This design comes from an exercise in tuning for small area on the open sky130 flow, not from production work. The RTL was checked by simulation tests, not by an equivalence proof against the original design. Power is estimated from default activity; no workload was simulated.

`design/flow/flow/run.sh`:
```
#!/bin/bash
# Own layout flow: the standard synthesis, then an area re-mapping of its
# combinational logic (flip-flops untouched), then the standard ORFS flow with
# smaller port buffers and a clock tree without dummy loads.
set -euo pipefail
W=$PWD
R=$W/orfs/results/$FLOW_PLATFORM/tally_port/base
LIB=$FLOW_HOME/platforms/$FLOW_PLATFORM/lib/sky130_fd_sc_hd__tt_025C_1v80.lib
YOSYS=${YOSYS_EXE:-yosys}
command -v "$YOSYS" >/dev/null 2>&1 || YOSYS=$FLOW_HOME/../tools/install/yosys/bin/yosys

# 1. standard synthesis, unchanged
bash standard.sh synth > $W/flow_synth.log 2>&1

# 2. re-map the combinational logic for area
cp $R/1_2_yosys.v $W/std_1_2_yosys.v
REOPT_LIB=$LIB REOPT_NETLIST=$W/std_1_2_yosys.v REOPT_OUT=$W/reopt_1_2_yosys.v \
REOPT_TOP=$FLOW_TOP REOPT_TMP=$W "$YOSYS" -c $W/flow/reopt.tcl > $W/flow_reopt.log 2>&1
cp $W/reopt_1_2_yosys.v $R/1_2_yosys.v
rm -f $R/1_synth.odb $R/1_synth.sdc

# 3. the rest of the standard flow
export BUFFER_PORTS_ARGS="-buffer_cell sky130_fd_sc_hd__buf_1"
export CTS_ARGS="-sink_clustering_enable -repair_clock_nets -buf_list sky130_fd_sc_hd__clkbuf_8 -sink_clustering_size 20 -sink_clustering_max_diameter 45 -dont_use_dummy_load"
bash standard.sh finish > $W/flow_finish.log 2>&1
```
`design/flow/flow/reopt.tcl`:
```
# Re-map the combinational logic of the standard synthesis netlist for area.
# Flip-flops (and tie cells) stay as they are, with their instance names.
# Several ABC scripts are tried; the one giving the smallest area is kept.
yosys -import
set lib $::env(REOPT_LIB)
set netlist $::env(REOPT_NETLIST)
set out $::env(REOPT_OUT)
set tmp $::env(REOPT_TMP)
read_liberty -ignore_miss_func $lib
read_verilog $netlist
hierarchy -top $::env(REOPT_TOP)
set keep {}
foreach c [split [tee -q -s result.string select -list-mod =*] "\n"] {
  set c [string trim $c]
  if {[regexp {__(df|edf|sdf|sedf|dl|conb)} $c]} { lappend keep $c }
}
blackbox {*}$keep
flatten
opt -purge
design -save base

set pre "+strash;&get,-n;&fraig,-x;&put;scorr;dc2;strash;&get,-n"
set scripts [list \
  "$pre;&dch,-f;&nf,-R,1000;&put" \
  "$pre;&deepsyn,-T,60;&nf,-R,1000;&put" \
]
set best_area 1e18
set best_i -1
set i 0
foreach s $scripts {
  design -load base
  abc -liberty $lib -dont_use *lpflow* -dont_use *probe* -script $s
  opt_clean -purge
  tee -q -o $tmp/stat_$i.txt stat -liberty $lib
  set fh [open $tmp/stat_$i.txt r]
  set txt [read $fh]
  close $fh
  if {[regexp {Chip area for module '\\tally_port': ([0-9.]+)} $txt -> area] ||
      [regexp {Chip area[^:]*: ([0-9.]+)} $txt -> area]} {
    puts "REOPT script $i area $area"
    if {$area < $best_area} {
      set best_area $area
      set best_i $i
      design -save best
    }
  }
  incr i
}
puts "REOPT best script $best_i area $best_area"
design -load best
splitnets
opt_clean -purge
hilomap -singleton -hicell sky130_fd_sc_hd__conb_1 HI -locell sky130_fd_sc_hd__conb_1 LO
insbuf -buf sky130_fd_sc_hd__buf_1 A X
opt_clean -purge
stat -liberty $lib
write_verilog -noattr -nohex -nodec $out
```
`design/flow/standard.sh`:
```
#!/bin/bash
# synth_recipe.tcl (not shown) runs the flow's synth.tcl, then flattens the netlist and writes it again
# the make line also repeats each setting of config.mk as NAME=value (left out here)
make -C /OpenROAD-flow-scripts/flow DESIGN_CONFIG=/design/flow/config.mk WORK_HOME=/design/flow/orfs CLKGATE_MAP_FILE= SYNTH_SCRIPT=/design/flow/synth_recipe.tcl "${@:-finish}"
```
`design/flow/config.mk`:
```
export PLATFORM = sky130hd
export DESIGN_NAME = tally_port
export DESIGN_NICKNAME = tally_port
export VERILOG_FILES = /design/flow/design.v
export SDC_FILE = /design/flow/constraint.sdc
export NUM_CORES = 4
export LEC_CHECK = 0
export CAP_MARGIN = 0
export CORE_MARGIN = 2
export CORE_UTILIZATION = 70
export CTS_BUF_LIST = sky130_fd_sc_hd__clkbuf_8
export CTS_CLUSTER_DIAMETER = 40
export CTS_CLUSTER_SIZE = 18
export GPL_TIMING_DRIVEN = 0
export SLEW_MARGIN = 0
```
`design/flow/constraint.sdc`:
```
create_clock -name core_clock -period 4.2 [get_ports {clk}]
set_input_delay 0.8400 -clock core_clock [delete_from_list [all_inputs] [get_ports {clk}]]
set_output_delay 0.8400 -clock core_clock [all_outputs]
set_load 0.01 [all_outputs]
```
`design/flow/design.v`:
```
module tally_port (
    input  wire        clk,
    input  wire        rst,         
    input  wire        tcs_n,
    input  wire        tclk,
    input  wire        tdi,
    output reg         tdo,
    input  wire        tick,
    input  wire [15:0] alert_in,
    output wire        alert_n,
    output wire        srst_req
);
    localparam [3:0] OC_OK        = 4'h0;
    localparam [3:0] OC_NOT_READY = 4'h1;
    localparam [3:0] OC_CRC_BAD   = 4'h2;
    localparam [3:0] OC_MALFORMED = 4'h3;
    localparam [3:0] OC_UNMAPPED  = 4'h4;
    localparam [3:0] OC_DENIED    = 4'h5;
    localparam [3:0] OC_NONE      = 4'h7;
    function [7:0] crc8_bit;
        input [7:0] c;
        input       b;
        begin
            crc8_bit = {c[6:0], 1'b0} ^ ((c[7] ^ b) ? 8'h07 : 8'h00);
        end
    endfunction
    reg [1:0] tcs_sync, tclk_sync, tdi_sync;
    reg       tclk_prev;
    always @(posedge clk) begin
        tcs_sync  <= {tcs_sync[0], tcs_n};
        tclk_sync <= {tclk_sync[0], tclk};
        tdi_sync  <= {tdi_sync[0], tdi};
        tclk_prev <= tclk_sync[1];
    end
    wire tcs_s  = tcs_sync[1];
    wire tclk_s = tclk_sync[1];
    wire tdi_s  = tdi_sync[1];
    reg        lcrc;
    reg [3:0]  last;
    reg        f_crc_err, f_malformed, f_unmapped, f_notready, f_denied;
    reg [7:0]  crc_cnt, mal_cnt;
    reg        iwc_dir;
    reg        iwc_page;
    reg [15:0] alert_en;
    wire        tstat_any = f_crc_err | f_malformed | f_unmapped | f_notready | f_denied;
    wire [15:0] alert_src = {alert_in[15:11], tstat_any, alert_in[9:0]};
    assign alert_n = ~|(alert_src & alert_en);
    reg        open;
    reg [5:0]  cnt;              
    reg [3:0]  tick_cnt;         
    reg [7:0]  cmd_sr;
    reg [31:0] sr;               
    reg [7:0]  crc;
    reg        turn_ok;
    wire late      = tick_cnt[3] & tick_cnt[0];
    wire tcs_fall  = ~open & ~tcs_s;
    wire tcs_rise  = open & tcs_s;
    wire tclk_rise = ~late & ~tclk_prev & tclk_s;
    wire tclk_fall = ~late & tclk_prev & ~tclk_s;
    wire       is_write = cmd_sr[7];
    wire [6:0] index    = cmd_sr[6:0];
    wire       idx_bkp  = (index[6:3] == 4'b0111);
    reg [3:0] rd_acc, wr_acc;
    always @(*) begin
        case (index)
            7'h00, 7'h01: begin rd_acc = OC_OK; wr_acc = OC_DENIED; end
            7'h21:        begin rd_acc = OC_OK; wr_acc = OC_DENIED; end
            7'h02, 7'h03, 7'h04, 7'h06, 7'h20:
                          begin rd_acc = OC_OK; wr_acc = OC_OK; end
            7'h05:        begin rd_acc = OC_NOT_READY; wr_acc = OC_NOT_READY; end
            default: begin
                rd_acc = idx_bkp ? OC_OK : OC_UNMAPPED;
                wr_acc = idx_bkp ? OC_OK : OC_UNMAPPED;
            end
        endcase
    end
    wire rd_ok = turn_ok & (rd_acc == OC_OK);
    reg [543:0] ring;
    reg [4:0]   phase;
    reg         clearing;
    wire        idx_iwa = (index == 7'h04);
    wire        idx_iwc = (index == 7'h06);
    wire [31:0] ring0  = ring[31:0];
    wire        hit    = (phase == (idx_bkp ? {1'b0, iwc_page, index[2:0]} : 5'd16));
    wire        wr_pend = (last == OC_OK) & is_write & (~open | (cnt == 6'd0)) & hit;
    wire        ins_lo = clearing | (wr_pend & (idx_bkp | idx_iwa));
    wire        ins_hi = clearing | (wr_pend & (idx_bkp | idx_iwc));
    wire [7:0]  ins_hi_val = idx_iwc ? sr[7:0] : sr[31:24];
    wire [31:0] ins_val = {ins_hi ? {ins_hi_val[7:1], ins_hi_val[0] | (clearing & phase[4])}
                                  : ring0[31:24],
                           ins_lo ? sr[23:0] : ring0[23:0]};
    always @(posedge clk) begin
        ring <= {ins_val, ring[543:32]};
        if (rst) begin
            phase    <= 5'd0;
            clearing <= 1'b1;
        end else begin
            phase <= phase[4] ? 5'd0 : phase + 5'd1;
            if (phase[4])
                clearing <= 1'b0;
        end
    end
    wire [6:0] cap_index = {cmd_sr[5:0], tdi_s};
    wire rd_frame = open & ~is_write;
    wire cap8     = open & tclk_rise & (cnt == 6'd7) & ~cmd_sr[6];
    wire ring_load = rd_frame & (cnt[5:3] == 3'd1) & hit;
    wire l_bkp = ring_load & idx_bkp;
    wire l_iwa = ring_load & idx_iwa;
    wire l_iwc = ring_load & idx_iwc;
    wire s_id    = cap8 & (cap_index == 7'h00);
    wire s_rev   = cap8 & (cap_index == 7'h01);
    wire s_tctl  = cap8 & (cap_index == 7'h02);
    wire s_tstat = cap8 & (cap_index == 7'h03);
    wire s_en    = cap8 & (cap_index == 7'h20);
    wire s_src   = cap8 & (cap_index == 7'h21);
    wire [31:0] load_val =
          ({32{s_id}}    & 32'h5259_6416)
        | ({32{s_rev}}   & 32'h0000_01B0)
        | ({32{s_tctl}}  & {31'd0, lcrc})
        | ({32{s_tstat}} & {mal_cnt, crc_cnt, 7'd0, f_denied, f_notready,
                            f_unmapped, f_malformed, f_crc_err, last})
        | ({32{s_en}}    & {16'd0, alert_en})
        | ({32{s_src}}   & {16'd0, alert_src})
        | ({32{l_bkp}}   & ring0)
        | ({32{l_iwa}}   & {8'd0, ring0[23:0]})
        | ({32{l_iwc}}   & {22'd0, iwc_page, iwc_dir, ring0[31:24]});
    wire data_bit = turn_ok & sr[31];
    wire in_write_data = (cnt[5:3] != 3'd0) & (~cnt[5] | (cnt[4:3] == 2'd0));  
    always @(posedge clk) begin
        if (rst) begin
            open <= 1'b0;
        end else if (tcs_fall) begin
            open <= 1'b1;
        end else if (tcs_rise) begin
            open <= 1'b0;
        end
        if (clearing)
            sr <= 32'd0;
        else if (cap8 | l_bkp | l_iwa | l_iwc)
            sr <= load_val;
        else if (open & ((tclk_rise & is_write & in_write_data) |
                         (tclk_fall & ~is_write & (cnt[5:4] != 2'd0))))
            sr <= {sr[30:0], tdi_s};
        if (tcs_fall) begin
            cnt      <= 6'd0;
            tick_cnt <= 4'd0;
            crc      <= 8'd0;
            turn_ok  <= 1'b1;
        end else if (open & ~tcs_s) begin
            if (tick & ~late)
                tick_cnt <= tick_cnt + 4'd1;
            if (tclk_rise) begin
                if (cnt != 6'd63)
                    cnt <= cnt + 6'd1;
                if (cnt[5:3] == 3'd0)
                    cmd_sr <= {cmd_sr[6:0], tdi_s};
                if (cnt[5:3] == 3'd0 || is_write)
                    crc <= crc8_bit(crc, tdi_s);
                else if (cnt[5:3] == 3'd1) begin
                    crc <= {crc[6:0], crc[7]};
                    if (lcrc && (tdi_s != crc[7]))
                        turn_ok <= 1'b0;
                end
            end
            if (tclk_fall & ~is_write & (cnt[5:4] != 2'd0))
                crc <= crc8_bit(crc, (cnt[5:4] == 2'd3) ? crc[7] : data_bit);
        end
        if (~open)
            tdo <= 1'b0;
        else if (tclk_fall) begin
            if (cnt[5:3] == 3'd0)
                tdo <= (cnt[2] ? last[~cnt[1:0]] : cnt[0]);
            else if (~is_write & (cnt[5:4] != 2'd0) & (cnt[5:4] != 2'd3))
                tdo <= data_bit;
            else if (~is_write & lcrc & (cnt[5:3] == 3'd6))
                tdo <= crc[7] ^ ~rd_ok;
            else
                tdo <= 1'b0;
        end
    end
    wire [5:0] exp_len  = is_write ? (lcrc ? 6'd48 : 6'd40)
                                   : (lcrc ? 6'd56 : 6'd48);
    wire       null_frm = (cnt == 6'd0) & ~late;
    wire       malformed = late | (cnt != exp_len);
    wire       wr_crc_ok = ~lcrc | (crc == 8'd0);
    reg [3:0] outcome;
    always @(*) begin
        if (malformed)
            outcome = OC_MALFORMED;
        else if (is_write)
            outcome = wr_crc_ok ? wr_acc : OC_CRC_BAD;
        else
            outcome = turn_ok ? rd_acc : OC_CRC_BAD;
    end
    wire frame_end = tcs_rise & ~null_frm;
    wire do_write  = frame_end & is_write & (outcome == OC_OK);
    assign srst_req = do_write & (index == 7'h02) & (sr[31:16] == 16'h7A11);
    always @(posedge clk) begin
        if (clearing | (do_write & (index == 7'h06))) begin
            iwc_dir  <= sr[8];
            iwc_page <= sr[9];
        end
        if (clearing | (do_write & (index == 7'h20)))
            alert_en <= sr[15:0];
    end
    always @(posedge clk) begin
        if (rst) begin
            lcrc        <= 1'b0;
            last        <= OC_NONE;
            f_crc_err   <= 1'b0;
            f_malformed <= 1'b0;
            f_unmapped  <= 1'b0;
            f_notready  <= 1'b0;
            f_denied    <= 1'b0;
            crc_cnt     <= 8'd0;
            mal_cnt     <= 8'd0;
        end else begin
            if (do_write & (index == 7'h02))
                lcrc <= sr[0];
            if (do_write & (index == 7'h03)) begin
                if (sr[4]) begin
                    f_crc_err <= 1'b0;
                    crc_cnt   <= 8'd0;
                end
                if (sr[5]) begin
                    f_malformed <= 1'b0;
                    mal_cnt     <= 8'd0;
                end
                if (sr[6]) f_unmapped <= 1'b0;
                if (sr[7]) f_notready <= 1'b0;
                if (sr[8]) f_denied   <= 1'b0;
            end
            if (frame_end) begin
                last <= outcome;
                case (outcome)
                    OC_CRC_BAD: begin
                        f_crc_err <= 1'b1;
                        if (crc_cnt != 8'hFF) crc_cnt <= crc_cnt + 8'd1;
                    end
                    OC_MALFORMED: begin
                        f_malformed <= 1'b1;
                        if (mal_cnt != 8'hFF) mal_cnt <= mal_cnt + 8'd1;
                    end
                    OC_UNMAPPED:  f_unmapped <= 1'b1;
                    OC_NOT_READY: f_notready <= 1'b1;
                    OC_DENIED:    f_denied   <= 1'b1;
                    default: ;
                endcase
            end
        end
    end
endmodule
```
==> impl_metrics.json, run 1 <==
{
  "start_kind": "flop",
  "clockRootBuffer": "clkbuf_8",
  "grt_pass1_wl_mm": 41.22,
  "routed_wl_mm": 26.19,
  "p_clk_share_pct": 28.9,
  "final.min_clock_period_ns": 3.950,
  "nets": 1215,
  "crit_fanout": 7,
  "fin_ws_ns": 0.2499,
  "synth_area_um2": 16320,
  "ir_worst_vdd_mv": 0.4620,
  "maxCapViolCount": 0,
  "run_status": "no timing/DRC/antenna violations",
  "p_sw_uw": 1711,
  "postRouteAntennaNets": 0,
  "gr-usage-met2_pct": 33.69,
  "slew_headroom_pct": 16.46,
  "grtUsageMet3_pct": 3.545,
  "vias": 8285,
  "drc_errors": 0,
  "p_leak_uw": 0.006718,
  "switching_share_pct": 19.09,
  "seqPwrFrac_pct": 70.6,
  "worstPathRequired_ns": 3.36,
  "post-route-period-util_pct": 94.05,
  "intPower_uw": 7255,
  "placed_area_um2": 16860,
  "die_x_um": 156.7,
  "num_rows": 55,
  "port_buffers": 23,
  "grt_pass1_vias": 7987,
  "post-place-ws_ns": 0.2717,
  "maxSlewViolCount": 0,
  "grt_use_total_pct": 21.77,
  "post_drt_wl_per_cell_um": 17.41,
  "antenna_found_initial": 0,
  "p_per_area_nw_per_um2": 513.0,
  "tightest_slew_ns": 1.244,
  "core_area_um2": 22780,
  "grt_max_degree": 25,
  "synthesis.nets": 1143,
  "top_usage_layer": "met2",
  "skew_ns": 0.08513,
  "cp.arrival_ns": 3.11,
  "setup-tns-final_ns": 0,
  "rsz0062_at_grt": "true",
  "syn-instance-count": 1121,
  "grtUsageMet1_pct": 30.81,
  "start_util_pct": 71.64,
  "setup_viol_count_final": 0,
  "cts_buffer_depth": 3,
  "cts_tree": "built",
  "design_area_um2": 17480,
  "clk_latency_ns": 0.59,
  "p_comb_share_pct": 0.6,
  "drtIter0Drc": 767,
  "dp_hpwl_mm": 17.31,
  "cts_sinks": 661,
  "overflow": 0,
  "clk_pin_slew_worst_paths_ns": 0.10,
  "post_cts_buffers": 0,
  "ios": 25,
  "n_antenna_cell": 0,
  "hold_viol": 0,
  "gp_congestion": 0.9302,
  "dr.pass1.iters": 7,
  "area_growth_syn_to_layout_pct": 7.116,
  "final_layout_size_suffix_gt1_share_pct": 4.618,
  "max_freq_ghz": 0.2532,
  "vias_per_cell": 5.509,
  "postSynthAreaPerCell_um2": 14.56,
  "hold_buffers": 0,
  "hp-class": "flop to flop",
  "die_area_um2": 24550,
  "worst_setup_path_end_kind": "output pin",
  "cts_buffers": 43,
  "path_class": "flop to output pin",
  "die_h_um": 156.7,
  "yosys_warnings": 1,
  "htreeDepth": 2
}
metal layers:
layer	wire length, µm	share of wire, %	up-vias
li1	-	-	4035
met1	12000	46	3912
met2	11800	45	263
met3	1479	5.6	75
met4	914	3.5	0
met5	0	0	-
worst paths after layout:
path                            slack [ns]                 end  cells past startpoint                start
worst min-delay path                  0.25   ring[394]$_DFF_P_                      0    ring[426]$_DFF_P_
worst max-delay path                  0.25            srst_req                      9  cnt[3]$_SDFFE_PP0P_
worst min register to register        0.25   ring[394]$_DFF_P_                      0    ring[426]$_DFF_P_
worst max register to register        0.39  sr[6]$_SDFFE_PP0P_                      7    open$_SDFFE_PP0P_
state kept, by name, indices dropped and copies added, names as in the netlist, 2 cells and up:
signal / count
tclk_sync: 2
last: 3
cnt: 6
phase: 5
sr: 32
ring: 544
cmd_sr: 8
tick_cnt: 4
mal_cnt: 8
crc: 8
crc_cnt: 8
alert_en: 16
tcs_sync: 2
tdi_sync: 2
per-stage QoR:
stage / hold WS, ns / utilization (%) / total power, µW / std cells
after floorplan: 0.3096 / - / 6496 / 1121
after global placement: 0.3101 / 73.74 / 6521 / 1457
after detailed placement: 0.3121 / 74.01 / 6523 / 1461
after CTS: 0.2499 / 76.69 / 9043 / 1504
after global routing: 0.2484 / 76.74 / 9255 / 1504
final: 0.2493 / 76.74 / 8967 / 1504
layout make-up:
cell class / count / area (µm²)
Clock buffer: 43 / 591.8
Fill cell: 1385 / 5299
Inverter: 15 / 56.30
Multi-Input combinational cell: 445 / 2819
Sequential cell: 661 / 13490
Tap cell: 313 / 391.6
Timing Repair Buffer: 27 / 127.6
cell usage in the layout, fill, tap and decap left out, types with 7 or more instances in the layout:
cell type,count
edfxtp_1,26
nor3_1,13
nor2_1,55
a22oi_1,17
dfxtp_1,635
buf_1,23
o21ai_0,23
clkbuf_8,43
o22ai_1,10
a222oi_1,25
mux2_1,27
nand3_1,16
a22o_1,15
nand2_1,90
clkinv_1,15
a21oi_1,31
and3_1,9
a41oi_1,7
a31oi_1,10
critical path: stages (launching register included):
cell	delay, ns
dfxtp_1	0.45
clkinv_1	0.15
a21boi_1	0.26
nor2_1	0.08
nor3_2	0.28
nand3_1	0.22
nor3_4	0.35
nand3_1	0.22
nor4_2	0.37
buf_1	0.19
power by group through the flow:
stage	Combinational, µW	Sequential [µW]	Clock (µW)
after global routing	55.0	6330	2870
after floorplan	27.2	6470	0
after global placement	47.4	6470	0
after CTS	49.2	6330	2660
final	50.1	6330	2590
after detailed placement	48.6	6470	0
timing repair:
item                                    in CTS  in global routing
endpoints found under the hold margin        0                  0
pin swaps                                    0                  0
endpoints found under the setup margin       1                 11
resized for setup                            3                  3
==> run 2: changes to the inputs <==
--- a/design/flow/config.mk
+++ b/design/flow/config.mk
@@ -5,11 +5,11 @@
 export SDC_FILE = /design/flow/constraint.sdc
 export NUM_CORES = 4
 export LEC_CHECK = 0
-export CAP_MARGIN = 0
+export CAP_MARGIN = 20
 export CORE_MARGIN = 2
 export CORE_UTILIZATION = 70
 export CTS_BUF_LIST = sky130_fd_sc_hd__clkbuf_8
 export CTS_CLUSTER_DIAMETER = 40
 export CTS_CLUSTER_SIZE = 18
 export GPL_TIMING_DRIVEN = 0
-export SLEW_MARGIN = 0
+export SLEW_MARGIN = 20
==> impl_metrics.json, run 2 <==
{
  "run_status": "no timing/DRC/antenna violations",
  "htreeDepth": 2,
  "post_drt_wl_per_cell_um": 17.38,
  "regMostFlops": "ring",
  "hold_path_depth": 0,
  "grt_use_total_pct": 21.88,
  "multiInputGateArea_um2": 2826,
  "start_kind": "flop",
  "cts_tree": "built",
  "cts_buffer_depth": 3,
  "p_per_area_nw_per_um2": 516.0,
  "final.min_clock_period_ns": 3.950,
  "slew_headroom_pct": 31.20,
  "ios": 25,
  "start_util_pct": 71.64,
  "clockRootBuffer": "clkbuf_8",
  "nets": 1218,
  "gp_congestion": 0.9302,
  "vias": 8359,
  "synthesis.nets": 1143,
  "n_antenna_cell": 0,
  "crit_fanout": 6,
  "postSynthAreaPerCell_um2": 14.56,
  "dr.pass1.iters": 5,
  "routed_wl_mm": 26.19,
  "antenna_found_initial": 0,
  "mostFrequentLayoutCells": "dfxtp_1, nand2_1, nor2_1",
  "maxSlewViolCount": 0,
  "tightest_slew_ns": 1.031,
  "postRouteAntennaNets": 0,
  "placed_area_um2": 16860,
  "cp.arrival_ns": 3.11,
  "worstPathRequired_ns": 3.36,
  "syn-instance-count": 1121,
  "port_buffers": 23,
  "num_rows": 55,
  "worst_setup_path_end_kind": "output pin",
  "die_h_um": 156.7,
  "fin_util_pct": 76.87,
  "hold_viol": 0,
  "seqCellArea_um2": 13490,
  "vias_per_cell": 5.547,
  "final_layout_size_suffix_gt1_share_pct": 5.025,
  "area_growth_syn_to_layout_pct": 7.300,
  "max_freq_ghz": 0.2531,
  "dp_hpwl_mm": 17.28,
  "yosys_warnings": 1,
  "die_x_um": 156.7,
  "maxCapViolCount": 0,
  "drc_errors": 0,
  "post_cts_buffers": 0,
  "post-place-ws_ns": 0.2711,
  "post-route-period-util_pct": 94.06,
  "largest_reg_flops": 544,
  "design_area_um2": 17510,
  "r2r-start": "open$_SDFFE_PP0P_",
  "r2r_slack_ns": 0.33,
  "ir_worst_vdd_mv": 0.4877,
  "rsz0062_at_grt": "true",
  "setup-tns-final_ns": 0,
  "fillerInstances": 1367,
  "synth_area_um2": 16320,
  "grt_max_degree": 25,
  "path_class": "flop to output pin",
  "final_common_cell": "dfxtp_1",
  "drtIter0Drc": 862,
  "reg2reg_depth": 7,
  "critPathCapture": "srst_req",
  "core_area_um2": 22780,
  "clk_latency_ns": 0.59,
  "die_area_um2": 24550,
  "clk_pin_slew_worst_paths_ns": 0.10,
  "skew_ns": 0.06463,
  "reg.largest.list": "ring x544, sr x32, alert_en x16",
  "r2r_end": "sr[6]$_SDFFE_PP0P_",
  "hp-class": "flop to flop",
  "setup_viol_count_final": 0,
  "overflow": 0,
  "grt_pass1_vias": 8069,
  "cts_sinks": 661,
  "critPathLaunch": "lcrc$_SDFFE_PP0P_",
  "grt_pass1_wl_mm": 41.36,
  "cts_buffers": 45,
  "p_leak_uw": 0.006737,
  "fin_ws_ns": 0.2497
}
run 2: cell count changes in the layout (fill, tap and decap cells not counted):
| cell | change |
|---|---|
| nand2_2 | +1 |
| clkbuf_8 | +2 |
| nor3_1 | -1 |
| nor3_2 | +1 |
| buf_2 | +2 |
| buf_8 | -1 |
| nand2_1 | -1 |
run 2: power breakdown:
| part | leakage [µW] | internal, µW | total (µW) | switching (µW) |
|---|---|---|---|---|
| clock | 0.000324 | 966 | 2660 | 1690 |
| combinational | 0.00100 | 18.2 | 50.4 | 32.2 |
| sequential | 0.00541 | 6310 | 6330 | 17.1 |
| total | 0.00674 | 7300 | 9030 | 1740 |
run 2: area by class of cell:
class	count	area share (%)
Clock buffer	45	3.537
Tap cell	313	2.237
Timing Repair Buffer	28	0.7003
Inverter	15	0.3216
Multi-Input combinational cell	445	16.14
Sequential cell	661	77.06
run 2: how the worst min path moves through the flow:
| stage | slack (ns) | startpoint | endpoint |
|---|---|---|---|
| final | 0.26 | ring[430]$_DFF_P_ | ring[398]$_DFF_P_ |
| after global routing | 0.25 | ring[430]$_DFF_P_ | ring[398]$_DFF_P_ |
| after CTS | 0.25 | ring[430]$_DFF_P_ | ring[398]$_DFF_P_ |
| after detailed placement | 0.31 | ring[136]$_DFF_P_ | ring[104]$_DFF_P_ |
| after global placement | 0.31 | ring[268]$_DFF_P_ | ring[236]$_DFF_P_ |
| after floorplan | 0.31 | ring[32]$_DFF_P_ | ring[0]$_DFF_P_ |
run 2: repair_timing:
action	4_1_cts	5_1_grt
hold buffers	0	0
endpoints found under the setup margin	1	11
gates cloned	0	0
gates resized for setup	2	4
run 2: through the flow:
stage,power [µW],hold slack (ns),cells
final,9035,0.2557,1507
after global placement,6521,0.3101,1457
after detailed placement,6522,0.3121,1462
after CTS,9096,0.2531,1507
after floorplan,6496,0.3096,1121
after global routing,9304,0.2528,1507
run 2: worst max-delay path, stage by stage, from the launching register on:
cell	delay (ns)
dfxtp_1	0.49
nor2_1	0.11
o21ai_0	0.19
o211ai_1	0.14
nor3_2	0.32
nand3_1	0.22
nor3_4	0.33
nand3_1	0.21
nor4_2	0.36
buf_1	0.18
run 2: per-layer routing:
metal / GRT usage, % / vias up / part of all wire, %
met3: 3.406 / 73 / 5.6
met1: 31.17 / 3967 / 47
met4: 9.000 / 0 / 3.2
met5: 0 / - / 0
li1: - / 4049 / -
met2: 33.88 / 270 / 44
==> run 3: changes to the inputs <==
--- a/design/flow/flow/reopt.tcl
+++ b/design/flow/flow/reopt.tcl
@@ -23,6 +23,7 @@
 set scripts [list \
   "$pre;&dch,-f;&nf,-R,1000;&put" \
   "$pre;&deepsyn,-T,60;&nf,-R,1000;&put" \
+  "$pre;&deepsyn,-T,60,-t;&nf,-R,1000;&put" \
 ]
 set best_area 1e18
 set best_i -1
==> design/flow/config.mk (replaced) <==
export PLATFORM = sky130hd
export DESIGN_NAME = tally_port
export DESIGN_NICKNAME = tally_port
export VERILOG_FILES = /design/flow/design.v
export SDC_FILE = /design/flow/constraint.sdc
export NUM_CORES = 4
export LEC_CHECK = 0
export ABC_AREA = 1
export CAP_MARGIN = 20
export CORE_MARGIN = 2
export CORE_UTILIZATION = 70
export CTS_BUF_LIST = sky130_fd_sc_hd__clkbuf_8
export CTS_CLUSTER_DIAMETER = 45
export CTS_CLUSTER_SIZE = 20
export GPL_TIMING_DRIVEN = 0
export SLEW_MARGIN = 20
==> impl_metrics.json, run 3 <==
{
  "run_status": "no timing/DRC/antenna violations",
  "regMostFlops": "ring",
  "crit_fanout": 15,
  "ir_worst_vdd_mv": 0.5192,
  "largest_reg_flops": 544,
  "dr.pass1.iters": 7,
  "grt_pass1_vias": 8112,
  "hold_buffers": 0,
  "post-route-period-util_pct": 91.44,
  "start_kind": "flop",
  "maxCapViolCount": 0,
  "setup-tns-final_ns": 0,
  "port_buffers": 23,
  "start_util_pct": 71.37,
  "fin_util_pct": 76.29,
  "crit_path_top_delay_cell": "edfxtp_1",
  "ios": 25,
  "crit_buf_inv": 1,
  "cts_buffers": 44,
  "clk_pin_slew_worst_paths_ns": 0.10,
  "worst_setup_path_end_kind": "output pin",
  "synth_area_um2": 16210,
  "fillerInstances": 1324,
  "p_leak_uw": 0.006740,
  "cts_sinks": 661,
  "maxSlewViolCount": 0,
  "overflow": 0,
  "drtIter0Drc": 693,
  "path_class": "flop to output pin",
  "clk_latency_ns": 0.60,
  "worstPathRequired_ns": 3.36,
  "slowest_delay_ns": 0.62,
  "tightest_slew_ns": 0.9938,
  "cts_tree": "built",
  "area_growth_syn_to_layout_pct": 6.902,
  "mostFrequentLayoutCells": "dfxtp_1, nand2_1, nor2_1",
  "nets": 1200,
  "slew_headroom_pct": 33.24,
  "core_area_um2": 22710,
  "reg.largest.list": "ring x544, sr x32, alert_en x16",
  "vias": 8195,
  "design_area_um2": 17330,
  "worstPathCellList": "or3_1 > a211oi_1 > nor3b_1 > nand3_1 > nor2_1 > buf_1",
  "final_common_cell": "dfxtp_1",
  "post_cts_buffers": 0,
  "post-place-ws_ns": 0.6798,
  "die_area_um2": 24390,
  "placed_area_um2": 16720,
  "htreeDepth": 2,
  "hp-class": "flop to flop",
  "postSynthAreaPerCell_um2": 14.67,
  "hold_viol": 0,
  "grt_use_total_pct": 22.17,
  "fin_ws_ns": 0.3595,
  "clockRootBuffer": "clkbuf_8",
  "p_per_area_nw_per_um2": 520.1,
  "post_drt_wl_per_cell_um": 17.98,
  "yosys_warnings": 1,
  "die_h_um": 156.2,
  "final.min_clock_period_ns": 3.840,
  "multiInputGateArea_um2": 2631,
  "cts_buffer_depth": 3,
  "max_freq_ghz": 0.2604,
  "skew_ns": 0.09150,
  "setup_viol_count_final": 0,
  "synthesis.nets": 1127,
  "antenna_found_initial": 0,
  "grt_pass1_wl_mm": 41.77,
  "n_antenna_cell": 0,
  "num_rows": 55,
  "routed_wl_mm": 26.26,
  "grt_max_degree": 33,
  "cts_resized": 0,
  "dp_hpwl_mm": 17.35,
  "final_layout_size_suffix_gt1_share_pct": 4.507,
  "rsz0062_at_grt": "false",
  "drc_errors": 0,
  "gp_congestion": 0.8729,
  "die_x_um": 156.2,
  "seqCellArea_um2": 13490,
  "crit_family": "simple AND/OR/NAND/NOR gates",
  "cp.arrival_ns": 3.00,
  "postRouteAntennaNets": 0,
  "vias_per_cell": 5.609,
  "syn-instance-count": 1105
}
==> run 3: routing by layer <==
metal,up-vias,global-route usage (%),wire length (µm)
met3,66,4.056,1405
met4,0,8.825,841
li1,3974,-,-
met1,3909,30.09,11930
met5,-,0,0
met2,246,35.82,12090
==> run 3: final cells by class <==
class / instances / area share [%]
flip-flops and latches: 661 / 77.88
inverters: 30 / 0.6500
well taps: 285 / 2.058
repair buffers: 27 / 0.7294
clock buffers: 44 / 3.495
multi-input cells: 414 / 15.19
==> run 3: where the power goes <==
part / total (µW) / leakage [µW] / internal (µW) / switching, µW
Sequential: 6330 / 0.00541 / 6310 / 19.8
Clock: 2620 / 0.000316 / 945 / 1670
Combinational: 58.5 / 0.00101 / 21.6 / 37.0
==> run 3: metrics by stage <==
stage / hold slack [ns] / total power [µW] / cells
after floorplan: 0.3096 / 6507 / 1105
after CTS: 0.2878 / 9080 / 1461
after global routing: 0.2910 / 9307 / 1461
final: 0.2869 / 9010 / 1461
after global placement: 0.3100 / 6533 / 1413
after detailed placement: 0.3121 / 6535 / 1417
==> run 3: path summary, 6_finish.rpt <==
kind                                           from                end  slack [ns]  cells after the start
worst max-delay path            cmd_sr[4]$_DFFE_PP_           srst_req        0.36                      6
worst min-delay path              ring[407]$_DFF_P_  ring[375]$_DFF_P_        0.29                      0
worst max register to register  cmd_sr[4]$_DFFE_PP_  ring[543]$_DFF_P_        0.60                     10
worst min register to register    ring[407]$_DFF_P_  ring[375]$_DFF_P_        0.29                      0
==> run 4: changes to the inputs <==
--- a/design/flow/flow/run.sh
+++ b/design/flow/flow/run.sh
@@ -21,5 +21,5 @@
 
 # 3. the rest of the standard flow
 export BUFFER_PORTS_ARGS="-buffer_cell sky130_fd_sc_hd__buf_1"
-export CTS_ARGS="-sink_clustering_enable -repair_clock_nets -buf_list sky130_fd_sc_hd__clkbuf_8 -sink_clustering_size 20 -sink_clustering_max_diameter 45 -dont_use_dummy_load"
+export CTS_ARGS="-sink_clustering_enable -repair_clock_nets -buf_list {sky130_fd_sc_hd__clkbuf_4 sky130_fd_sc_hd__clkbuf_8} -sink_clustering_size 20 -sink_clustering_max_diameter 45 -dont_use_dummy_load"
 bash standard.sh finish > $W/flow_finish.log 2>&1
--- a/design/flow/flow/reopt.tcl
+++ b/design/flow/flow/reopt.tcl
@@ -23,7 +23,6 @@
 set scripts [list \
   "$pre;&dch,-f;&nf,-R,1000;&put" \
   "$pre;&deepsyn,-T,60;&nf,-R,1000;&put" \
-  "$pre;&deepsyn,-T,60,-t;&nf,-R,1000;&put" \
 ]
 set best_area 1e18
 set best_i -1
==> design/flow/config.mk (replaced) <==
export PLATFORM = sky130hd
export DESIGN_NAME = tally_port
export DESIGN_NICKNAME = tally_port
export VERILOG_FILES = /design/flow/design.v
export SDC_FILE = /design/flow/constraint.sdc
export NUM_CORES = 4
export LEC_CHECK = 0
export CAP_MARGIN = 20
export CORE_MARGIN = 2
export CORE_UTILIZATION = 70
export CTS_BUF_LIST = sky130_fd_sc_hd__clkbuf_8
export CTS_CLUSTER_DIAMETER = 40
export CTS_CLUSTER_SIZE = 18
export GPL_TIMING_DRIVEN = 0
export SLEW_MARGIN = 20
==> impl_metrics.json, run 4 <==
{
  "run_status": "no timing/DRC/antenna violations",
  "clk_latency_ns": 0.59,
  "gr-usage-met2_pct": 33.88,
  "cts_sinks": 661,
  "final_common_cell": "dfxtp_1",
  "area_growth_syn_to_layout_pct": 7.300,
  "grt_max_degree": 25,
  "start_util_pct": 71.64,
  "ir_worst_vdd_mv": 0.4877,
  "final_layout_size_suffix_gt1_share_pct": 5.025,
  "die_x_um": 156.7,
  "clk_pin_slew_worst_paths_ns": 0.10,
  "post-route-period-util_pct": 94.06,
  "max_freq_ghz": 0.2531,
  "top_usage_layer": "met2",
  "core_area_um2": 22780,
  "postRouteAntennaNets": 0,
  "gp_congestion": 0.9302,
  "nets": 1218,
  "ios": 25,
  "postSynthAreaPerCell_um2": 14.56,
  "cp.arrival_ns": 3.11,
  "r2r-start": "open$_SDFFE_PP0P_",
  "vias": 8359,
  "finalPower_uw": 9035,
  "crit_path_top_delay_cell": "dfxtp_1",
  "mostFrequentLayoutCells": "dfxtp_1, nand2_1, nor2_1",
  "grt_pass1_wl_mm": 41.36,
  "start_kind": "flop",
  "die_h_um": 156.7,
  "skew_ns": 0.06463,
  "reg.largest.list": "ring x544, sr x32, alert_en x16",
  "routed_wl_mm": 26.19,
  "p_per_area_nw_per_um2": 516.0,
  "crit_top_cell": "nand3_1",
  "antenna_found_initial": 0,
  "worstPathCellList": "nor2_1 > o21ai_0 > o211ai_1 > nor3_2 > nand3_1 > nor3_4 > nand3_1 > nor4_2 > buf_1",
  "largest_reg_flops": 544,
  "slew_headroom_pct": 31.20,
  "grtUsageMet1_pct": 31.17,
  "dp_hpwl_mm": 17.28,
  "drtIter0Drc": 862,
  "synth_area_um2": 16320,
  "regMostFlops": "ring",
  "hp-class": "flop to flop",
  "yosys_warnings": 1,
  "cts_tree": "built",
  "rsz0062_at_grt": "true",
  "final.min_clock_period_ns": 3.950,
  "overflow": 0,
  "hold_viol": 0,
  "synthesis.nets": 1143,
  "tightest_slew_ns": 1.031,
  "fin_util_pct": 76.87,
  "critPathLaunch": "lcrc$_SDFFE_PP0P_",
  "maxCapViolCount": 0,
  "post_drt_wl_per_cell_um": 17.38,
  "min_from": "ring[430]$_DFF_P_",
  "maxSlewViolCount": 0,
  "p_leak_uw": 0.006737,
  "clockRootBuffer": "clkbuf_8",
  "dr.pass1.iters": 5,
  "slowest_delay_ns": 0.49,
  "grt_pass1_vias": 8069,
  "crit_fanout": 6,
  "vias_per_cell": 5.547,
  "setup_viol_count_final": 0,
  "htreeDepth": 2,
  "syn-instance-count": 1121,
  "port_buffers": 23,
  "num_rows": 55,
  "drc_errors": 0,
  "grt_use_total_pct": 21.88,
  "die_area_um2": 24550,
  "worst_setup_path_end_kind": "output pin",
  "n_antenna_cell": 0,
  "path_class": "flop to output pin",
  "cts_buffer_depth": 3,
  "cts_buffers": 45,
  "worstPathRequired_ns": 3.36,
  "grtUsageMet3_pct": 3.406
}
==> run 4: through the flow <==
step / hold WS (ns) / setup TNS, ns / setup WS, ns / cell area [µm²] / instances
2_1_floorplan: 0.3096 / 0 / 1.151 / 16320 / 1121
3_3_place_gp: 0.3101 / -17.95 / -0.8920 / 16800 / 1457
3_5_place_dp: 0.3121 / 0 / 0.2711 / 16860 / 1462
4_1_cts: 0.2531 / 0 / 0.0001350 / 17490 / 1507
5_1_grt: 0.2528 / -0.01052 / -0.01052 / 17510 / 1507
6_report: 0.2557 / 0 / 0.2497 / 17510 / 1507
==> run 4: area by class of cell <==
cell class	count	area, µm²
Timing Repair Buffer	28	122.6
Tap cell	313	391.6
Multi-Input combinational cell	445	2826
Clock buffer	45	619.3
Fill cell	1367	5269
Sequential cell	661	13490
Inverter	15	56.30
==> run 4: critical path: cells and delay by family, from the launching register on <==
family	cells	cell delay, ns
AND/OR/NAND/NOR	6	1.55
flip-flops	1	0.49
AO/OA/AOI/OAI	2	0.33
buffers and inverters	1	0.18
==> run 4: timing repair <==
action                     4_1_cts  5_1_grt
hold buffers                     0        0
gates resized for setup          2        4
setup endpoints to repair        1       11
setup buffers                    0        0
==> run 4: path summary, 6_finish.rpt <==
kind	slack, ns	cells after the start	end
setup / recovery	0.25	9	srst_req
hold / removal	0.26	0	ring[398]$_DFF_P_
setup reg to reg	0.33	7	sr[6]$_SDFFE_PP0P_
hold reg to reg	0.26	0	ring[398]$_DFF_P_
==> run 4: metal layers <==
layer / wire length [µm] / share of wire (%)
met1: 12340 / 47
met2: 11530 / 44
met3: 1476 / 5.6
met4: 837 / 3.2
met5: 0 / 0
==> run 4: where the power goes <==
part | internal (µW) | switching [µW]
Clock | 966 | 1690
Sequential | 6310 | 17.1
Combinational | 18.2 | 32.2
==> run 5: changes to the inputs <==
--- a/design/flow/design.v
+++ b/design/flow/design.v
@@ -7,7 +7,7 @@
     output reg         tdo,
     input  wire        tick,
     input  wire [15:0] alert_in,
-    output wire        alert_n,
+    output reg         alert_n,
     output wire        srst_req
 );
     localparam [3:0] OC_OK        = 4'h0;
@@ -38,13 +38,10 @@
     reg        lcrc;
     reg [3:0]  last;
     reg        f_crc_err, f_malformed, f_unmapped, f_notready, f_denied;
-    reg [7:0]  crc_cnt, mal_cnt;
     reg        iwc_dir;
     reg        iwc_page;
-    reg [15:0] alert_en;
     wire        tstat_any = f_crc_err | f_malformed | f_unmapped | f_notready | f_denied;
     wire [15:0] alert_src = {alert_in[15:11], tstat_any, alert_in[9:0]};
-    assign alert_n = ~|(alert_src & alert_en);
     reg        open;
     reg [5:0]  cnt;              
     reg [3:0]  tick_cnt;         
@@ -75,31 +72,60 @@
         endcase
     end
     wire rd_ok = turn_ok & (rd_acc == OC_OK);
-    reg [543:0] ring;
+    reg [575:0] ring;
     reg [4:0]   phase;
     reg         clearing;
-    wire        idx_iwa = (index == 7'h04);
-    wire        idx_iwc = (index == 7'h06);
+    reg         upd17;           
+    wire        frame_end;
+    wire        idx_iwa   = (index == 7'h04);
+    wire        idx_iwc   = (index == 7'h06);
+    wire        idx_tstat = (index == 7'h03);
+    wire        idx_en    = (index == 7'h20);
     wire [31:0] ring0  = ring[31:0];
-    wire        hit    = (phase == (idx_bkp ? {1'b0, iwc_page, index[2:0]} : 5'd16));
-    wire        wr_pend = (last == OC_OK) & is_write & (~open | (cnt == 6'd0)) & hit;
-    wire        ins_lo = clearing | (wr_pend & (idx_bkp | idx_iwa));
-    wire        ins_hi = clearing | (wr_pend & (idx_bkp | idx_iwc));
-    wire [7:0]  ins_hi_val = idx_iwc ? sr[7:0] : sr[31:24];
-    wire [31:0] ins_val = {ins_hi ? {ins_hi_val[7:1], ins_hi_val[0] | (clearing & phase[4])}
-                                  : ring0[31:24],
-                           ins_lo ? sr[23:0] : ring0[23:0]};
-    always @(posedge clk) begin
-        ring <= {ins_val, ring[543:32]};
+    wire        p16    = (phase == 5'd16);
+    wire        p17    = (phase == 5'd17);
+    wire        hit    = idx_bkp ? (phase == {1'b0, iwc_page, index[2:0]})
+                                 : ((idx_iwa | idx_iwc) ? p16 : p17);
+    wire        wr_ok  = (last == OC_OK) & is_write;
+    wire        wr_pend = wr_ok & (~open | (cnt == 6'd0)) & hit;
+    wire        u17     = p17 & upd17 & ~clearing;
+    wire [7:0]  crc_cnt = ring0[23:16];
+    wire [7:0]  mal_cnt = ring0[31:24];
+    wire        crc_clr = wr_ok & idx_tstat & sr[4];
+    wire        mal_clr = wr_ok & idx_tstat & sr[5];
+    wire        crc_inc = (last == OC_CRC_BAD) & (crc_cnt != 8'hFF);
+    wire        mal_inc = (last == OC_MALFORMED) & (mal_cnt != 8'hFF);
+    wire [7:0]  crc_new = crc_clr ? 8'd0 : crc_cnt + 8'd1;
+    wire [7:0]  mal_new = mal_clr ? 8'd0 : mal_cnt + 8'd1;
+    wire        ins_a = clearing | (wr_pend & (idx_bkp | idx_iwa | idx_en));    
+    wire        ins_b = clearing | (wr_pend & (idx_bkp | idx_iwa)) |
+                        (u17 & (crc_clr | crc_inc));                            
+    wire        ins_c = clearing | (wr_pend & (idx_bkp | idx_iwc)) |
+                        (u17 & (mal_clr | mal_inc));                            
+    wire [7:0]  val_c = u17 ? mal_new : idx_iwc ? sr[7:0] : sr[31:24];
+    wire [31:0] ins_val = {ins_c ? {val_c[7:1], val_c[0] | (clearing & p16)} : ring0[31:24],
+                           ins_b ? (u17 ? crc_new : sr[23:16]) : ring0[23:16],
+                           ins_a ? sr[15:0] : ring0[15:0]};
+    always @(posedge clk) begin
+        ring <= {ins_val, ring[575:32]};
         if (rst) begin
             phase    <= 5'd0;
             clearing <= 1'b1;
+            upd17    <= 1'b0;
         end else begin
-            phase <= phase[4] ? 5'd0 : phase + 5'd1;
-            if (phase[4])
+            phase <= p17 ? 5'd0 : phase + 5'd1;
+            if (p17)
                 clearing <= 1'b0;
-        end
-    end
+            if (frame_end)
+                upd17 <= 1'b1;
+            else if (p17)
+                upd17 <= 1'b0;
+        end
+    end
+    wire [15:0] alert_en = ins_val[15:0];
+    always @(posedge clk)
+        if (p17)
+            alert_n <= ~|(alert_src & alert_en);
     wire [6:0] cap_index = {cmd_sr[5:0], tdi_s};
     wire rd_frame = open & ~is_write;
     wire cap8     = open & tclk_rise & (cnt == 6'd7) & ~cmd_sr[6];
@@ -107,23 +133,23 @@
     wire l_bkp = ring_load & idx_bkp;
     wire l_iwa = ring_load & idx_iwa;
     wire l_iwc = ring_load & idx_iwc;
+    wire l_tst = ring_load & idx_tstat;
+    wire l_en  = ring_load & idx_en;
     wire s_id    = cap8 & (cap_index == 7'h00);
     wire s_rev   = cap8 & (cap_index == 7'h01);
     wire s_tctl  = cap8 & (cap_index == 7'h02);
-    wire s_tstat = cap8 & (cap_index == 7'h03);
-    wire s_en    = cap8 & (cap_index == 7'h20);
     wire s_src   = cap8 & (cap_index == 7'h21);
     wire [31:0] load_val =
           ({32{s_id}}    & 32'h5259_6416)
         | ({32{s_rev}}   & 32'h0000_01B0)
         | ({32{s_tctl}}  & {31'd0, lcrc})
-        | ({32{s_tstat}} & {mal_cnt, crc_cnt, 7'd0, f_denied, f_notready,
-                            f_unmapped, f_malformed, f_crc_err, last})
-        | ({32{s_en}}    & {16'd0, alert_en})
         | ({32{s_src}}   & {16'd0, alert_src})
         | ({32{l_bkp}}   & ring0)
         | ({32{l_iwa}}   & {8'd0, ring0[23:0]})
-        | ({32{l_iwc}}   & {22'd0, iwc_page, iwc_dir, ring0[31:24]});
+        | ({32{l_iwc}}   & {22'd0, iwc_page, iwc_dir, ring0[31:24]})
+        | ({32{l_tst}}   & {ring0[31:16], 7'd0, f_denied, f_notready,
+                            f_unmapped, f_malformed, f_crc_err, last})
+        | ({32{l_en}}    & {16'd0, ring0[15:0]});
     wire data_bit = turn_ok & sr[31];
     wire in_write_data = (cnt[5:3] != 3'd0) & (~cnt[5] | (cnt[4:3] == 2'd0));  
     always @(posedge clk) begin
@@ -136,7 +162,7 @@
         end
         if (clearing)
             sr <= 32'd0;
-        else if (cap8 | l_bkp | l_iwa | l_iwc)
+        else if (cap8 | l_bkp | l_iwa | l_iwc | l_tst | l_en)
             sr <= load_val;
         else if (open & ((tclk_rise & is_write & in_write_data) |
                          (tclk_fall & ~is_write & (cnt[5:4] != 2'd0))))
@@ -192,7 +218,7 @@
         else
             outcome = turn_ok ? rd_acc : OC_CRC_BAD;
     end
-    wire frame_end = tcs_rise & ~null_frm;
+    assign frame_end = tcs_rise & ~null_frm;
     wire do_write  = frame_end & is_write & (outcome == OC_OK);
     assign srst_req = do_write & (index == 7'h02) & (sr[31:16] == 16'h7A11);
     always @(posedge clk) begin
@@ -200,8 +226,6 @@
             iwc_dir  <= sr[8];
             iwc_page <= sr[9];
         end
-        if (clearing | (do_write & (index == 7'h20)))
-            alert_en <= sr[15:0];
     end
     always @(posedge clk) begin
         if (rst) begin
@@ -212,20 +236,12 @@
             f_unmapped  <= 1'b0;
             f_notready  <= 1'b0;
             f_denied    <= 1'b0;
-            crc_cnt     <= 8'd0;
-            mal_cnt     <= 8'd0;
         end else begin
             if (do_write & (index == 7'h02))
                 lcrc <= sr[0];
             if (do_write & (index == 7'h03)) begin
-                if (sr[4]) begin
-                    f_crc_err <= 1'b0;
-                    crc_cnt   <= 8'd0;
-                end
-                if (sr[5]) begin
-                    f_malformed <= 1'b0;
-                    mal_cnt     <= 8'd0;
-                end
+                if (sr[4]) f_crc_err   <= 1'b0;
+                if (sr[5]) f_malformed <= 1'b0;
                 if (sr[6]) f_unmapped <= 1'b0;
                 if (sr[7]) f_notready <= 1'b0;
                 if (sr[8]) f_denied   <= 1'b0;
@@ -233,14 +249,8 @@
             if (frame_end) begin
                 last <= outcome;
                 case (outcome)
-                    OC_CRC_BAD: begin
-                        f_crc_err <= 1'b1;
-                        if (crc_cnt != 8'hFF) crc_cnt <= crc_cnt + 8'd1;
-                    end
-                    OC_MALFORMED: begin
-                        f_malformed <= 1'b1;
-                        if (mal_cnt != 8'hFF) mal_cnt <= mal_cnt + 8'd1;
-                    end
+                    OC_CRC_BAD:   f_crc_err   <= 1'b1;
+                    OC_MALFORMED: f_malformed <= 1'b1;
                     OC_UNMAPPED:  f_unmapped <= 1'b1;
                     OC_NOT_READY: f_notready <= 1'b1;
                     OC_DENIED:    f_denied   <= 1'b1;
--- a/design/flow/flow/run.sh
+++ b/design/flow/flow/run.sh
@@ -21,5 +21,5 @@
 
 # 3. the rest of the standard flow
 export BUFFER_PORTS_ARGS="-buffer_cell sky130_fd_sc_hd__buf_1"
-export CTS_ARGS="-sink_clustering_enable -repair_clock_nets -buf_list {sky130_fd_sc_hd__clkbuf_4 sky130_fd_sc_hd__clkbuf_8} -sink_clustering_size 20 -sink_clustering_max_diameter 45 -dont_use_dummy_load"
+export CTS_ARGS="-sink_clustering_enable -repair_clock_nets -buf_list sky130_fd_sc_hd__clkbuf_4 -sink_clustering_size 12 -sink_clustering_max_diameter 28 -dont_use_dummy_load"
 bash standard.sh finish > $W/flow_finish.log 2>&1
--- a/design/flow/flow/reopt.tcl
+++ b/design/flow/flow/reopt.tcl
@@ -23,6 +23,7 @@
 set scripts [list \
   "$pre;&dch,-f;&nf,-R,1000;&put" \
   "$pre;&deepsyn,-T,60;&nf,-R,1000;&put" \
+  "$pre;&deepsyn,-T,60,-t;&nf,-R,1000;&put" \
 ]
 set best_area 1e18
 set best_i -1
==> design/flow/config.mk (replaced) <==
export PLATFORM = sky130hd
export DESIGN_NAME = tally_port
export DESIGN_NICKNAME = tally_port
export VERILOG_FILES = /design/flow/design.v
export SDC_FILE = /design/flow/constraint.sdc
export NUM_CORES = 4
export LEC_CHECK = 0
export ABC_AREA = 1
export CAP_MARGIN = 20
export CORE_MARGIN = 2
export CORE_UTILIZATION = 70
export CTS_BUF_LIST = sky130_fd_sc_hd__clkbuf_8
export CTS_CLUSTER_DIAMETER = 45
export CTS_CLUSTER_SIZE = 20
export GPL_TIMING_DRIVEN = 0
export SLEW_MARGIN = 20
==> impl_metrics.json, run 5 <==
{
  "run_status": "no timing/DRC/antenna violations",
  "reg.largest.list": "ring x576, sr x32",
  "grt_pass1_vias": 8577,
  "largest_reg_flops": 576,
  "fin_ws_ns": 0.1656,
  "p_sw_uw": 1806,
  "cts_sinks": 663,
  "cts_tree": "built",
  "hp-class": "input pin to flop",
  "hold_buffers": 0,
  "post-route-period-util_pct": 96.06,
  "maxSlewViolCount": 0,
  "p_per_area_nw_per_um2": 527.9,
  "design_area_um2": 17270,
  "rsz0062_at_grt": "false",
  "skew_ns": 0.1174,
  "final.min_clock_period_ns": 4.034,
  "dr.pass1.iters": 8,
  "ios": 25,
  "die_h_um": 155.4,
  "max_freq_ghz": 0.2479,
  "routed_wl_mm": 27.96,
  "regMostFlops": "ring",
  "seqPwrFrac_pct": 69.4,
  "htreeDepth": 3,
  "start_kind": "flop",
  "final_common_cell": "dfxtp_1",
  "antenna_found_initial": 1,
  "drc_errors": 0,
  "grt_max_degree": 29,
  "port_buffers": 23,
  "placed_area_um2": 16530,
  "ir_worst_vdd_mv": 0.3989,
  "start_util_pct": 71.06,
  "r2r_end": "ring[565]$_DFF_P_",
  "maxCapViolCount": 0,
  "p_comb_share_pct": 0.5,
  "cts_buffer_depth": 3,
  "crit_buf_inv": 1,
  "setup_viol_count_final": 0,
  "vias_per_cell": 5.574,
  "grt_pass1_wl_mm": 45.20,
  "clockRootBuffer": "clkbuf_4",
  "min_from": "tdi",
  "hold_viol": 0,
  "clk_pin_slew_worst_paths_ns": 0.10,
  "grt_use_total_pct": 24.24,
  "mostFrequentLayoutCells": "dfxtp_1, clkbuf_4, nand2_1",
  "worstPathCellList": "or4_1 > o21ai_0 > nand2_1 > nor4_4 > nand2_1 > nor4_4 > buf_1",
  "cp.depth": 7,
  "fin_cells": 1522,
  "worstPathRequired_ns": 3.36,
  "place_inst": 1429,
  "slew_headroom_pct": 23.95,
  "vias": 8483,
  "crit_fanout": 7,
  "switching_share_pct": 19.81,
  "core_area_um2": 22570,
  "worst_setup_path_end_kind": "output pin",
  "p_leak_uw": 0.006715,
  "reg2reg_depth": 12,
  "path_class": "flop to output pin",
  "cp.arrival_ns": 3.19,
  "nets": 1259,
  "die_x_um": 155.4,
  "gp_congestion": 0.8839,
  "post-place-ws_ns": -0.05868,
  "finalPower_uw": 9115,
  "clk_latency_ns": 0.75,
  "synth_area_um2": 16040,
  "r2r-start": "phase[3]$_SDFF_PP0_",
  "tightest_slew_ns": 1.141,
  "synthesis.nets": 1141,
  "overflow": 0,
  "p_clk_share_pct": 30.1,
  "final_layout_size_suffix_gt1_share_pct": 8.340,
  "holdPathEnd": "tdi_sync[0]$_DFF_P_",
  "postRouteAntennaNets": 0,
  "num_rows": 55,
  "slowest_delay_ns": 0.53,
  "syn-instance-count": 1119,
  "post_drt_wl_per_cell_um": 18.37,
  "holdWs_ns": 0.2115,
  "area_growth_syn_to_layout_pct": 7.653,
  "drtIter0Drc": 787,
  "dp_hpwl_mm": 18.09,
  "cts_buffers": 90,
  "yosys_warnings": 1,
  "die_area_um2": 24140,
  "r2r_slack_ns": 0.31,
  "postSynthAreaPerCell_um2": 14.33,
  "crit_family": "simple AND/OR/NAND/NOR gates",
  "intPower_uw": 7309,
  "fillerInstances": 1363,
  "hold_path_depth": 1,
  "crit_path_top_delay_cell": "or4_1"
}
==> run 5: worst max-delay path by stage <==
stage                                    from                   to  slack (ns)
after floorplan           cmd_sr[0]$_DFFE_PP_    alert_n$_DFFE_PN_        0.61
after global placement    cmd_sr[0]$_DFFE_PP_  sr[17]$_SDFFE_PP0P_       -0.64
after detailed placement  cmd_sr[0]$_DFFE_PP_    alert_n$_DFFE_PN_       -0.06
after CTS                 cnt[1]$_SDFFE_PP0P_             srst_req        0.04
after global routing      crc[7]$_SDFFE_PP0P_             srst_req        0.04
final                     crc[7]$_SDFFE_PP0P_             srst_req        0.17
==> run 5: area by class of cell <==
| cell class | count | area (µm²) | area share, % |
|---|---|---|---|
| clock buffers | 90 | 675.6 | 3.913 |
| repair buffers | 26 | 116.4 | 0.6739 |
| diodes | 2 | 5.005 | 0.02899 |
| multi-input cells | 423 | 2606 | 15.09 |
| inverters | 33 | 123.9 | 0.7174 |
| flip-flops and latches | 663 | 13380 | 77.51 |
| well taps | 285 | 356.6 | 2.065 |
==> run 5: power groups by stage <==
stage | Combinational, µW | Sequential (µW) | Clock, µW
after floorplan | 24.6 | 6460 | 0
final | 47.8 | 6320 | 2740
after global routing | 52.1 | 6330 | 3100
after detailed placement | 46.5 | 6470 | 0
after global placement | 44.7 | 6470 | 0
after CTS | 47.1 | 6320 | 2840
==> run 5: metal layers <==
metal | vias up | share of wire (%) | global-route usage, %
met5 | - | 0 | 0
met3 | 67 | 5.9 | 5.487
met2 | 286 | 46 | 37.74
met4 | 0 | 2.7 | 9.917
li1 | 4095 | - | -
met1 | 4035 | 45 | 33.31
==> run 5: stage by stage <==
step                      utilization (%)   TNS, ns
after global routing                76.50         0
after detailed placement            73.25  -0.05868
after floorplan                         -         0
final                               76.50         0
after CTS                           76.36         0
after global placement              73.02    -13.58
==> run 5: what timing repair did <==
| action | CTS | global route |
|---|---|---|
| gates resized for setup | 4 | 3 |
| setup buffers | 0 | 1 |
| pin swaps | 0 | 1 |
| endpoints found under the setup margin | 2 | 4 |
==> run 6: changes to the inputs <==
--- a/design/flow/flow/run.sh
+++ b/design/flow/flow/run.sh
@@ -21,5 +21,5 @@
 
 # 3. the rest of the standard flow
 export BUFFER_PORTS_ARGS="-buffer_cell sky130_fd_sc_hd__buf_1"
-export CTS_ARGS="-sink_clustering_enable -repair_clock_nets -buf_list sky130_fd_sc_hd__clkbuf_4 -sink_clustering_size 12 -sink_clustering_max_diameter 28 -dont_use_dummy_load"
+export CTS_ARGS="-sink_clustering_enable -repair_clock_nets -buf_list sky130_fd_sc_hd__clkbuf_8 -sink_clustering_size 20 -sink_clustering_max_diameter 45 -dont_use_dummy_load"
 bash standard.sh finish > $W/flow_finish.log 2>&1
==> impl_metrics.json, run 6 <==
{
  "setup-tns-final_ns": 0,
  "skew_ns": 0.06630,
  "grt_pass1_wl_mm": 42.50,
  "maxSlewViolCount": 0,
  "fin_ws_ns": 0.2300,
  "cts_buffer_depth": 3,
  "r2r_slack_ns": 0.39,
  "place_inst": 1423,
  "dp_hpwl_mm": 17.75,
  "setup_viol_count_final": 0,
  "postRouteAntennaNets": 0,
  "largest_reg_flops": 576,
  "num_rows": 55,
  "synth_area_um2": 16040,
  "hp-class": "flop to flop",
  "vias_per_cell": 5.500,
  "path_class": "flop to output pin",
  "p_per_area_nw_per_um2": 534.8,
  "overflow": 0,
  "clk_latency_ns": 0.57,
  "post_drt_wl_per_cell_um": 18.16,
  "grt_pass1_vias": 8043,
  "start_kind": "flop",
  "design_area_um2": 17220,
  "synthesis.nets": 1131,
  "hold_buffers": 0,
  "core_area_um2": 22570,
  "die_area_um2": 24130,
  "final.min_clock_period_ns": 3.970,
  "reg.largest.list": "ring x576, sr x32",
  "routed_wl_mm": 26.65,
  "ir_worst_vdd_mv": 0.5552,
  "worst_setup_path_end_kind": "output pin",
  "dr.pass1.iters": 6,
  "r2r_end": "alert_n$_DFFE_PN_",
  "hold_viol": 0,
  "vias": 8074,
  "r2r-start": "cmd_sr[4]$_DFFE_PP_",
  "tightest_slew_ns": 1.049,
  "critPathLaunch": "cnt[2]$_SDFFE_PP0P_",
  "final_common_cell": "dfxtp_1",
  "die_x_um": 155.4,
  "post-route-period-util_pct": 94.52,
  "clockRootBuffer": "clkbuf_8",
  "syn-instance-count": 1109,
  "yosys_warnings": 1,
  "port_buffers": 23,
  "clk_pin_slew_worst_paths_ns": 0.10,
  "slew_headroom_pct": 29.56,
  "drc_errors": 0,
  "cts_sinks": 663,
  "final_layout_size_suffix_gt1_share_pct": 5.410,
  "maxCapViolCount": 0,
  "htreeDepth": 2,
  "start_util_pct": 71.04,
  "critPathCapture": "srst_req",
  "cp.arrival_ns": 3.13,
  "gp_congestion": 0.9358,
  "fillerInstances": 1346,
  "cts_tree": "built",
  "die_h_um": 155.4,
  "drtIter0Drc": 707,
  "cts_buffers": 45,
  "post-place-ws_ns": 0.1742,
  "p_leak_uw": 0.006608,
  "fin_cells": 1468,
  "grt_use_total_pct": 22.67,
  "run_status": "no timing/DRC/antenna violations",
  "nets": 1207,
  "max_freq_ghz": 0.2519,
  "placed_area_um2": 16560,
  "crit_fanout": 6,
  "regMostFlops": "ring",
  "mostFrequentLayoutCells": "dfxtp_1, nand2_1, nor2_1",
  "grt_max_degree": 24,
  "area_growth_syn_to_layout_pct": 7.374,
  "worstPathRequired_ns": 3.36,
  "rsz0062_at_grt": "false",
  "antenna_found_initial": 0,
  "ios": 25,
  "postSynthAreaPerCell_um2": 14.46,
  "n_antenna_cell": 0,
  "reg2reg_depth": 11,
  "post_cts_buffers": 0
}
==> run 6: changes by cell type in the layout (fill, tap and decap cells not counted), moves of 4 or more <==
cell / previous run / this run
clkbuf_4: 90 / 0
a31oi_1: 9 / 16
a21oi_1: 43 / 38
a222oi_1: 15 / 20
a22oi_1: 17 / 22
clkbuf_8: 0 / 45
nand2_1: 85 / 75
clkinv_1: 33 / 29
o32ai_1: 6 / 0
==> run 6: through the flow <==
stage / total power (µW) / hold slack, ns / util [%]
final: 9209 / 0.2722 / 76.28
after global placement: 6697 / 0.3098 / 73.00
after global routing: 9543 / 0.2677 / 76.28
after detailed placement: 6707 / 0.3121 / 73.36
after floorplan: 6648 / 0.3096 / -
after CTS: 9284 / 0.2731 / 76.19
==> run 6: worst min path at each step <==
stage,depth (start not counted),to,slack (ns),from
finish,0,ring[479]$_DFF_P_,0.27,ring[511]$_DFF_P_
CTS,0,ring[479]$_DFF_P_,0.27,ring[511]$_DFF_P_
floorplan,0,ring[0]$_DFF_P_,0.31,ring[32]$_DFF_P_
global route,0,ring[479]$_DFF_P_,0.27,ring[511]$_DFF_P_
detailed placement,0,ring[461]$_DFF_P_,0.31,ring[493]$_DFF_P_
global placement,0,ring[447]$_DFF_P_,0.31,ring[479]$_DFF_P_
==> run 6: what timing repair did <==
action | in CTS | in global routing
gates resized for setup | 3 | 6
endpoints found under the hold margin | 0 | 0
setup endpoints to repair | 1 | 13
==> run 6: final cells by class <==
class                   instances  area (µm²)  area share, %
flip-flops and latches        663       13380          77.73
multi-input cells             417        2610          15.16
clock buffers                  45       619.3          3.597
well taps                     285       356.6          2.071
repair buffers                 29       140.1         0.8139
inverters                      29       108.9         0.6322
==> run 6: layer usage <==
layer  track usage [%]  wire [µm]
met1             32.43      12290
met2             34.87      11950
met3             3.983       1564
met4             9.000        843
met5                 0          0
==> run 6: power breakdown <==
| part | internal (µW) | switching (µW) |
|---|---|---|
| sequential | 6420 | 59.6 |
| clock | 966 | 1680 |
| combinational | 31.0 | 55.3 |
==> run 6: worst max-delay path, stage by stage (launching register included) <==
cell and delay [ns]:
dfxtp_1 0.38, or3_1 0.42, a21oi_2 0.20, o2111ai_2 0.23
nor2_2 0.22, nand2_1 0.12, clkinv_1 0.06, nand4_1 0.26
nor4_4 0.45, buf_1 0.22

==> re-timing with driven ports <==
The flow's constraints put no driver on any port. The routed layouts listed below were extracted and timed again, unchanged, in two steps. Step 1 sets driving cells, clkbuf_16 on the clock port and buf_2 on the other inputs (assumed; they add their load-dependent delay and slew). Step 2 moves the port delays by t, midway between the first and last clock arrival at a register: inputs arrive t later, outputs are due t later. That takes back most of the time a late clock gives input paths. Slacks: no drivers / after step 1 / after step 2; pairs: no drivers / after step 1.
run	t (ns)	slack for setup (ns)	latest minus earliest clock arrival (ns)	worst register clock-pin slew, ns
run 1	0.590	0.250 / 0.206 / 0.385	0.086 / 0.087	0.11 / 0.11
run 2	0.601	0.250 / 0.208 / 0.332	0.067 / 0.067	0.11 / 0.11
run 3	0.593	0.360 / 0.317 / 0.603	0.091 / 0.091	0.11 / 0.11
run 4	0.601	0.250 / 0.208 / 0.332	0.067 / 0.067	0.11 / 0.11
run 5	0.721	0.166 / 0.123 / 0.314	0.136 / 0.136	0.12 / 0.12
run 6	0.581	0.230 / 0.185 / 0.385	0.066 / 0.067	0.11 / 0.11
After both steps every run listed still meets setup and hold.
